This design comes from an exercise in tuning for small area, a short achievable clock period and few clock cycles per item on the open sky130 flow, not from production work.
Function was checked by simulation only, so behaviour that the tests miss may differ from the original.

## v6
## lg_enc
module lg_enc (
    input  wire        clk,
    input  wire        rst,           
    input  wire        cmd_valid,
    output wire        cmd_ready,
    input  wire [2:0]  cmd_ec,        
    input  wire        cmd_lossless,  
    input  wire        cmd_trg,
    input  wire        cmd_ev,
    input  wire [4:0]  cmd_pos,
    input  wire        cmd_load,      
    input  wire [11:0] cmd_pred1,
    input  wire [11:0] cmd_pred2,
    input  wire        smp_valid,
    output wire        smp_ready,
    input  wire [11:0] smp_data,
    output reg         out_valid,
    input  wire        out_ready,
    output reg  [31:0] out_data,
    output reg  [5:0]  out_len,
    output reg         out_last
);
export LEC_CHECK = 0
export CAP_MARGIN = 20
export CORE_MARGIN = 2
export CORE_UTILIZATION = 60
export SLEW_MARGIN = 20
create_clock -name core_clock -period 35.0 [get_ports {clk}]
standard.sh (not shown) runs the stock make flow with config.mk's settings and CLKGATE_MAP_FILE= SYNTH_SCRIPT=/design/flow/synth_recipe.tcl, a recipe that flattens the netlist after the stock synthesis.
==> flow/flow/run.sh <==
#!/bin/bash
# The standard layout, with two changes to how it is made:
#  - the port buffers are sky130_fd_sc_hd__buf_4 instead of the default pick
#    (a delay buffer);
#  - clock tree synthesis runs without dummy loads.
# make's full output goes to flow_make.log; ORFS keeps each step's log under
# orfs/logs.
set -euo pipefail
export BUFFER_PORTS_ARGS="-buffer_cell sky130_fd_sc_hd__buf_4"
export CTS_ARGS="-sink_clustering_enable -repair_clock_nets -dont_use_dummy_load"
bash standard.sh > flow_make.log 2>&1
v6 reached the final stage; the timing, design-rule and antenna checks on its layout passed.
Testbench counts of v6, summed over its fixed seeds: cycles 11,190, blocks 320.
What v7 does differently from v6 at the input level:
diff --git a/flow/design.v b/flow/design.v
--- a/flow/design.v
+++ b/flow/design.v
@@ -102,20 +102,27 @@
     reg  [2:0]  s2_a;
     reg         s3_v;
     reg  [12:0] s3_y;       
     reg  [2:0]  s3_a;
     reg         s4_v;
     reg  [12:0] s4_u;
     reg  [4:0]  j_w;        
     reg         a_valid;    
     reg  [4:0]  rd_f;       
-    wire adv4  = !a_valid || (j_w < rd_f);
+    reg  [12:0] sr [0:31];
+    reg  [12:0] hreg;
+    reg         h_v;
+    reg         hj;
+    wire head_code = a_valid && !hj && !(h_v && rd_f == 5'd31);
+    wire adv4  = (hj || !head_code || !h_v) && !(j_w == 5'd31 && a_valid);
     wire wr    = s4_v && adv4;
+    wire dr    = !s4_v && (j_w == 5'd0) && a_valid && (hj || (head_code && !h_v));
+    wire sh    = wr || dr;
     wire go3   = !s4_v || adv4;
     wire adv3  = s3_v && go3;
     wire go2   = !s3_v || go3;
     wire adv2  = s2_v && go2;
     wire go1   = !s2_v || go2;
     wire prep1 = s1_v && s1_ph[1];
     wire skip  = pop && f0_first && !c_load && (c_a == el);
     wire take  = prep1 || skip;
     wire prep2 = s1_v && s1_ph[0];
@@ -225,36 +232,36 @@
     reg         hdr_pend;    
     reg         cur_v;
     reg  [12:0] cur_ones;    
     reg         cur_fits;    
     reg  [5:0]  cur_len;     
     reg  [12:0] cur_dat;     
     reg         cur_raw;
     reg         cur_last;
     reg  [3:0]  cur_k;
-    wire [12:0] uf      = mem[rd_f];
+    wire [12:0] uf      = h_v ? hreg : sr[31];
     wire [24:0] rot     = {12'd0, uf} << (4'd12 - k_u);
     wire [12:0] ones_f  = rot[24:12];
     wire [6:0]  tail_f  = {2'b0, ones_f[4:0]} + {3'd0, k_u} + 7'd1;
     wire        fits_f  = (ones_f[12:5] == 8'd0) && (tail_f <= 7'd32);
     wire [12:0] raw13   = uf[0] ? ~{1'b0, uf[12:1]} : {1'b0, uf[12:1]};
     wire [15:0] header  = {raw_u ? 4'd14 : k_u, h_o[9:7], h_o[6], h_o[5], 2'b00, h_o[4:0]};
     reg         sk_v;
     reg  [31:0] sk_data;
     reg  [5:0]  sk_len;
     reg         sk_last;
     wire can_emit = !out_valid || out_ready;
     wire go       = !sk_v;
     wire b_v      = cur_v || (hdr_pend && a_valid);
     wire send_hdr = go && !cur_v && hdr_pend && a_valid;
     wire consume  = go && cur_v && cur_fits;
-    wire f_go     = a_valid && (cur_v ? (cur_fits && !hdr_pend) : 1'b1);
-    wire f_st     = a_valid && !cur_v && !hdr_pend;
+    wire f_go     = (h_v || head_code) && (cur_v ? (cur_fits && !hdr_pend) : 1'b1);
+    wire f_st     = (h_v || head_code) && !cur_v && !hdr_pend;
     wire fetch    = go ? f_go : f_st;
     wire signed [33:0] yv = {2'b10, cur_dat[12:1], 20'd0};
     wire [33:0] ysh     = yv >>> cur_ones[4:0];
     wire [5:0]  lng_len = (cur_ones >= 13'd32) ? 6'd32 : cur_ones[5:0];
     wire [12:0] ones_l  = (cur_ones[12:5] != 8'd0) ? {cur_ones[12:5] - 8'd1, cur_ones[4:0]} : 13'd0;
     wire [6:0]  tail_l  = {2'b0, ones_l[4:0]} + {3'd0, cur_k} + 7'd1;
     wire        fits_l  = (ones_l[12:5] == 8'd0) && (tail_l <= 7'd32);
     reg  [31:0] b_data;
     reg  [5:0]  b_len;
@@ -265,20 +272,25 @@
         end else if (cur_fits) begin
             b_data = cur_raw ? {cur_dat, 19'd0} : ysh[32:1];
             b_len  = cur_len;
         end else begin
             b_data = 32'hFFFF_FFFF;
             b_len  = lng_len;
         end
     end
     always @(posedge clk) begin
-        if (wr)
-            mem[j_w] <= s4_u;
+        if (sh) begin
+            sr[0] <= s4_u;
+            for (i = 1; i < 32; i = i + 1)
+                sr[i] <= sr[i-1];
+        end
+        if (!h_v && head_code && sh && !fetch)
+            hreg <= sr[31];
         if (wr)
             for (i = 0; i < 13; i = i + 1)
                 rc[i] <= rc_n[i];
         if (!c_v) begin
             c_a    <= (cmd_lossless || cmd_ec > 3'd4) ? 3'd0 : cmd_ec;
             c_hdr  <= {cmd_lossless ? 3'd0 : cmd_ec, cmd_trg, cmd_ev,
                        (cmd_trg | cmd_ev) ? cmd_pos : 5'd0};
             c_load <= cmd_load;
             c_p1   <= cmd_pred1;
@@ -358,18 +370,20 @@
             j_w       <= 5'd0;
             x1        <= 12'd2048;
             x2        <= 12'd2048;
             el        <= 3'd0;
             e_l       <= 4'd0;
             rho1      <= 5'd0;
             rhop      <= 5'd0;
             a_valid   <= 1'b0;
             rd_f      <= 5'd0;
+            h_v       <= 1'b0;
+            hj        <= 1'b0;
             k_valid   <= 1'b0;
             hdr_pend  <= 1'b0;
             cur_v     <= 1'b0;
             out_valid <= 1'b0;
             sk_v      <= 1'b0;
             cr_o      <= 1'b1;
             rdy_n     <= 1'b1;
         end else begin
             if (!c_v)
@@ -425,18 +439,30 @@
                     rd_f     <= 5'd0;
                     k_valid  <= 1'b0;
                     hdr_pend <= 1'b1;
                 end
             end
             if (a_valid)
                 k_valid <= 1'b1;
             if (send_hdr)
                 hdr_pend <= 1'b0;
+            if (h_v) begin
+                if (fetch)
+                    h_v <= 1'b0;
+            end else if (head_code && sh && !fetch) begin
+                h_v <= 1'b1;
+            end
+            if (sh)
+                hj <= 1'b0;
+            else if (!h_v && head_code && fetch)
+                hj <= 1'b1;
+            if (wr && j_w == 5'd31)
+                hj <= 1'b0;
             if (fetch) begin
                 rd_f <= rd_f + 5'd1;
                 if (rd_f == 5'd31)
                     a_valid <= 1'b0;
             end
             if (fetch)
                 cur_v <= 1'b1;
             else if (consume)
                 cur_v <= 1'b0;
==> summary.txt <==
- Biggest fanout along the worst timing path ended up 8 higher on v7 than on v6.
- v6 leaves more setup margin than v7.
- Finished layout cell area: v7 lower than v6
- Re number of different library cells in the post-synthesis netlist: v7 is 9 down on v6.
- v7 completed end to end with timing, DRC and antenna clean.
- The timing startpoint of the critical path comes out x2[2]$_SDFFE_PP0P_ in one run and out_data[17]$_DFFE_PN_ in the other, namely in v7 and v6 respectively.
Testbench counts of v7, summed over its fixed seeds: cycles 11,232, blocks 320.

[separate check: timing with driven ports]
In the flow no input, the clock included, has a driving cell. The finished layouts below were timed again as built, in two steps. Step 1 assumes that a clkbuf_16 drives the clock port and a buf_2 every other input. Step 2, shift: input delay + t, output delay - t, t = (earliest + latest rising clock arrival at the registers) / 2. This alone moves slack from input paths to output paths. Slacks: ideal / step 1 / step 2; pairs: ideal / step 1.
| run | t (ns) | slack for setup (ns) | latest minus earliest clock arrival (ns) | worst register clock-pin slew, ns | worst data-port slew with drivers (ns) |
|---|---|---|---|---|---|
| v6 | 0.679 | 26.849 / 26.780 / 26.222 | 0.088 / 0.088 | 0.06 / 0.06 | 0.06 |
| v7 | 0.685 | 26.695 / 26.695 / 26.660 | 0.127 / 0.128 | 0.07 / 0.07 | 0.06 |
After both steps every run listed still meets setup and hold. For v6, which loses most, drivers alone change the setup slack by -0.069 ns; drivers and shift together by -0.627 ns.
